From an optimization exercise on the open Yosys and OpenROAD flow, aimed at small area, a short achievable clock period and few clock cycles per item; shortcuts taken in it are not production practice.
The RTL was checked by simulation tests, not by an equivalence proof against the original design.

==> flow/design.v (excerpt) <==
module cmac_aes128 (
  input  wire         clk,
  input  wire         rst,         
  input  wire         in_valid,
  input  wire         in_key,
  input  wire         in_last,
  input  wire [4:0]   in_len,
  input  wire [127:0] in_data,
  output wire         in_ready,
  output reg          tag_valid,
  output wire [127:0] tag
);
Settings: LEC_CHECK=0, ABC_AREA=1, CAP_MARGIN=20, CORE_MARGIN=2, CORE_UTILIZATION=50, SETUP_SLACK_MARGIN=4, SLEW_MARGIN=20; clock period 10.0 ns.
standard.sh (not shown) runs the stock make flow with config.mk's settings and CLKGATE_MAP_FILE= SYNTH_SCRIPT=/design/flow/synth_recipe.tcl, a recipe that flattens the netlist after the stock synthesis.
==> flow/flow/run.sh <==
#!/bin/bash
# Layout flow: the standard layout (standard.sh, ORFS from synthesis to
# the final layout) with one change: a copy of ORFS's scripts folder in which
# the ABC script of the synthesis's technology mapping is flow/abc.script, an
# area-oriented mapping (ORFS's own scripts restructure the XOR-rich AES
# logic into much larger NAND networks). Every other step, setting and script
# is the standard flow's. make's output goes to flow.log, and each ORFS step
# writes its own log under orfs/logs/.
set -euo pipefail
cd "$(dirname "$0")/.."
W=$(pwd)
rm -rf "$W/scripts"
cp -r "$FLOW_HOME/scripts" "$W/scripts"
cp "$W/flow/abc.script" "$W/scripts/abc_area.script"
cp "$W/flow/abc.script" "$W/scripts/abc_speed.script"
bash "$W/standard.sh" SCRIPTS_DIR="$W/scripts" finish > "$W/flow.log" 2>&1
==> flow/flow/abc.script <==
&get -n
&st
&dch
&nf -R 1000
&put
topo
stime -c
buffer -c
upsize -c
dnsize -c
The starting point completed with no timing, DRC or antenna violations.
Testbench counts at the start, summed over its fixed seeds: cycles 59,744, messages 960.
Then changed:
==> flow/run.sh (new file) <==
#!/bin/bash
# synth_recipe.tcl (not shown) runs the flow's synth.tcl, then flattens the netlist and writes it again
# the make line also repeats each setting of config.mk as NAME=value (left out here)
make -C /OpenROAD-flow-scripts/flow DESIGN_CONFIG=/design/flow/config.mk WORK_HOME=/design/flow/orfs CLKGATE_MAP_FILE= SYNTH_SCRIPT=/design/flow/synth_recipe.tcl finish
--- a/flow/config.mk
+++ b/flow/config.mk
@@ -7,7 +7,8 @@
 export LEC_CHECK = 0
-export ABC_AREA = 1
-export CAP_MARGIN = 20
+export CAP_MARGIN = 40
+export CELL_PAD_IN_SITES_DETAIL_PLACEMENT = 2
+export CELL_PAD_IN_SITES_GLOBAL_PLACEMENT = 2
 export CORE_MARGIN = 2
-export CORE_UTILIZATION = 50
-export SETUP_SLACK_MARGIN = 4
-export SLEW_MARGIN = 20
+export CORE_UTILIZATION = 30
+export SETUP_SLACK_MARGIN = 3
+export SLEW_MARGIN = 40
removed: flow/flow/run.sh
removed: flow/flow/abc.script
removed: flow/standard.sh
After rerunning: Worst setup slack is worse by 880 ps; count of clock-buffer cells in the layout increases by 4; non-clock buffer count went down by 52; first-iteration DRC count grows by 23%; synthesized cell count climbs by 57%.
Then changed:
==> flow/flow/run.sh (new file) <==
#!/bin/bash
# Layout flow: the standard layout (standard.sh, ORFS from synthesis to
# the final layout) with one change: a copy of ORFS's scripts folder in which
# the ABC script of the synthesis's technology mapping is flow/abc.script, an
# area-oriented mapping (ORFS's own scripts restructure the XOR-rich AES
# logic into much larger NAND networks). Every other step, setting and script
# is the standard flow's. make's output goes to flow.log, and each ORFS step
# writes its own log under orfs/logs/.
set -euo pipefail
cd "$(dirname "$0")/.."
W=$(pwd)
rm -rf "$W/scripts"
cp -r "$FLOW_HOME/scripts" "$W/scripts"
cp "$W/flow/abc.script" "$W/scripts/abc_area.script"
cp "$W/flow/abc.script" "$W/scripts/abc_speed.script"
bash "$W/standard.sh" SCRIPTS_DIR="$W/scripts" finish > "$W/flow.log" 2>&1
==> flow/flow/abc.script (new file) <==
&get -n
&st
&dch
&nf
&put
topo
stime -c
buffer -c
upsize -c
dnsize -c
==> flow/standard.sh (new file) <==
#!/bin/bash
# synth_recipe.tcl (not shown) runs the flow's synth.tcl, then flattens the netlist and writes it again
# the make line also repeats each setting of config.mk as NAME=value (left out here)
make -C /OpenROAD-flow-scripts/flow DESIGN_CONFIG=/design/flow/config.mk WORK_HOME=/design/flow/orfs CLKGATE_MAP_FILE= SYNTH_SCRIPT=/design/flow/synth_recipe.tcl "${@:-finish}"
==> flow/config.mk (replaced) <==
export PLATFORM = sky130hd
export DESIGN_NAME = cmac_aes128
export DESIGN_NICKNAME = cmac_aes128
export VERILOG_FILES = /design/flow/design.v
export SDC_FILE = /design/flow/constraint.sdc
export NUM_CORES = 4
export LEC_CHECK = 0
export ABC_AREA = 1
export CAP_MARGIN = 20
export CORE_MARGIN = 2
export CORE_UTILIZATION = 50
export SETUP_SLACK_MARGIN = 4
export SLEW_MARGIN = 20
removed: flow/run.sh
Effect: The changed run went through all stages and came out clean. Maximum frequency grows by 18%. Utilization goes up by 27 points.

Setup of old:
cmac_aes128, a different RTL version from the one above (not shown whole).
Size: roughly 270 I/O pins, about 0.052 mm^2 of cells after synthesis.
==> flow/config.mk <==
export PLATFORM = sky130hd
export DESIGN_NAME = cmac_aes128
export DESIGN_NICKNAME = cmac_aes128
export VERILOG_FILES = /design/flow/design.v
export SDC_FILE = /design/flow/constraint.sdc
export NUM_CORES = 4
export LEC_CHECK = 0
export ABC_AREA = 1
export CAP_MARGIN = 20
export CORE_MARGIN = 2
export CORE_UTILIZATION = 50
export SETUP_SLACK_MARGIN = 4
export SLEW_MARGIN = 20
export TNS_END_PERCENT = 0
==> flow/constraint.sdc <==
create_clock -name core_clock -period 10.0 [get_ports {clk}]
set_input_delay 2.0000 -clock core_clock [delete_from_list [all_inputs] [get_ports {clk}]]
set_output_delay 2.0000 -clock core_clock [all_outputs]
set_load 0.01 [all_outputs]
==> flow/flow/run.sh <==
#!/bin/bash
# Layout flow: the standard layout (standard.sh, ORFS from synthesis to
# the final layout) with two changes:
#  - a copy of ORFS's scripts folder in which the ABC script of the
#    synthesis's technology mapping is flow/abc.script, an area-recovering
#    mapping (ORFS's own scripts turn the XOR-rich AES logic into much larger
#    NAND networks);
#  - every input and output port still gets its buffer, but a plain buf_2
#    (BUFFER_PORTS_ARGS) instead of the delay cell buffer_ports picks.
# Every other step, setting and script is the standard flow's. make's output
# goes to flow.log, and each ORFS step writes its own log under orfs/logs/.
set -euo pipefail
cd "$(dirname "$0")/.."
W=$(pwd)
rm -rf "$W/scripts"
cp -r "$FLOW_HOME/scripts" "$W/scripts"
cp "$W/flow/abc.script" "$W/scripts/abc_area.script"
cp "$W/flow/abc.script" "$W/scripts/abc_speed.script"
bash "$W/standard.sh" SCRIPTS_DIR="$W/scripts" \
  "BUFFER_PORTS_ARGS=-buffer_cell sky130_fd_sc_hd__buf_2" finish > "$W/flow.log" 2>&1
==> flow/flow/abc.script <==
&get -n
&st
&dch
&nf -R 1000
&put
topo
stime -c
buffer -c
upsize -c
dnsize -c
Testbench counts of old, summed over its fixed seeds: cycles 59,744, messages 960.
> inputs changed (old -> new)
==> flow/flow/abc.script <==
&get -n
&st
&dch
&nf
&put
topo
stime -c
buffer -c
upsize -c
dnsize -c
Notes after the runs:
Delta (new minus old): clock period minus worst slack higher; worst slew margin relative to its limit higher. new against old: vertical extent of the die picked up an extra about 1.1%, via count now larger, met3 usage in global routing +0.29 points. old ended up with more cell instances than new did. Between old and new, the worst hold margin does not differ in any meaningful way.

cmac_aes128 again, from the RTL that the note above started with.
export LEC_CHECK = 0
export ABC_AREA = 1
export CAP_MARGIN = 20
export CORE_MARGIN = 2
export CORE_UTILIZATION = 50
export CTS_CLUSTER_DIAMETER = 100
export CTS_CLUSTER_SIZE = 50
export SETUP_SLACK_MARGIN = 4
export SLEW_MARGIN = 20
create_clock -name core_clock -period 10.0 [get_ports {clk}]
==> flow/flow/run.sh <==
#!/bin/bash
# Layout flow: the standard layout (standard.sh, ORFS from synthesis to
# the final layout) with one change: a copy of ORFS's scripts folder in which
# the ABC script of the synthesis's technology mapping is flow/abc.script, an
# area-oriented mapping (ORFS's own scripts restructure the XOR-rich AES
# logic into much larger NAND networks). Every other step, setting and script
# is the standard flow's. make's output goes to flow.log, and each ORFS step
# writes its own log under orfs/logs/.
set -euo pipefail
cd "$(dirname "$0")/.."
W=$(pwd)
rm -rf "$W/scripts"
cp -r "$FLOW_HOME/scripts" "$W/scripts"
cp "$W/flow/abc.script" "$W/scripts/abc_area.script"
cp "$W/flow/abc.script" "$W/scripts/abc_speed.script"
bash "$W/standard.sh" SCRIPTS_DIR="$W/scripts" finish > "$W/flow.log" 2>&1
==> flow/flow/abc.script <==
&get -n
&st
&dch
&nf -R 1000
&put
topo
stime -c
buffer -c
upsize -c
dnsize -c
Testbench counts at the start, summed over its fixed seeds: cycles 59,744, messages 960.
Change:
==> flow/flow/run.sh (replaced) <==
#!/bin/bash
# Layout flow: the standard layout (standard.sh, ORFS from synthesis to
# the final layout) with two changes:
#  - a copy of ORFS's scripts folder in which the ABC script of the
#    synthesis's technology mapping is flow/abc.script, an area-recovering
#    mapping (ORFS's own scripts turn the XOR-rich AES logic into much larger
#    NAND networks);
#  - every input and output port still gets its buffer, but a plain buf_2
#    (BUFFER_PORTS_ARGS) instead of the delay cell buffer_ports picks.
# Every other step, setting and script is the standard flow's. make's output
# goes to flow.log, and each ORFS step writes its own log under orfs/logs/.
set -euo pipefail
cd "$(dirname "$0")/.."
W=$(pwd)
rm -rf "$W/scripts"
cp -r "$FLOW_HOME/scripts" "$W/scripts"
cp "$W/flow/abc.script" "$W/scripts/abc_area.script"
cp "$W/flow/abc.script" "$W/scripts/abc_speed.script"
bash "$W/standard.sh" SCRIPTS_DIR="$W/scripts" \
  "BUFFER_PORTS_ARGS=-buffer_cell sky130_fd_sc_hd__buf_2" finish > "$W/flow.log" 2>&1
Settings changed: CTS_CLUSTER_DIAMETER 100 to unset, CTS_CLUSTER_SIZE 50 to unset.
What happened: Worst setup slack degrades by 0.0075 ns. Maximum frequency hardly moves. Flip-flop and latch count does not change. Final area is lower by 0.65%.

afterwards: timing with drivers on the ports:
No port has a modelled driver above. Below, the same layouts with a new extraction and two added sets of constraints. Step 1 sets driving cells, clkbuf_16 on the clock port and buf_2 on the other inputs (assumed; they add their load-dependent delay and slew). Step 2, shift: input delay + t, output delay - t, t = (earliest + latest rising clock arrival at the registers) / 2. This alone moves slack from input paths to output paths. a / b / c = no drivers / after step 1 / after step 2; a / b = the first two.
run	shift t [ns]	slack for setup (ns)	worst setup path at the end	worst slew at a driven data input, ns	cell pins on the clock port's net
the first run of note 1	0.724	3.844 / 3.844 / 3.544	input to register	0.10	1
the second run of note 1	0.794	2.968 / 2.968 / 2.822	input to register	0.22	1
the third run of note 1	0.708	4.055 / 4.055 / 3.716	input to register	0.18	1
old	0.714	4.010 / 4.010 / 4.010	register to register	0.12	1
new	0.718	3.970 / 3.970 / 3.970	register to register	0.12	1
the first run of note 3	0.693	4.117 / 4.117 / 4.083	input to register	0.11	1
the second run of note 3	0.712	4.109 / 4.109 / 4.109	register to register	0.12	1
After both steps setup and hold are still met in every run listed. The setup slack of the third run of note 1, which loses most, moves by 0.000 ns with the drivers and by -0.339 ns with both steps.
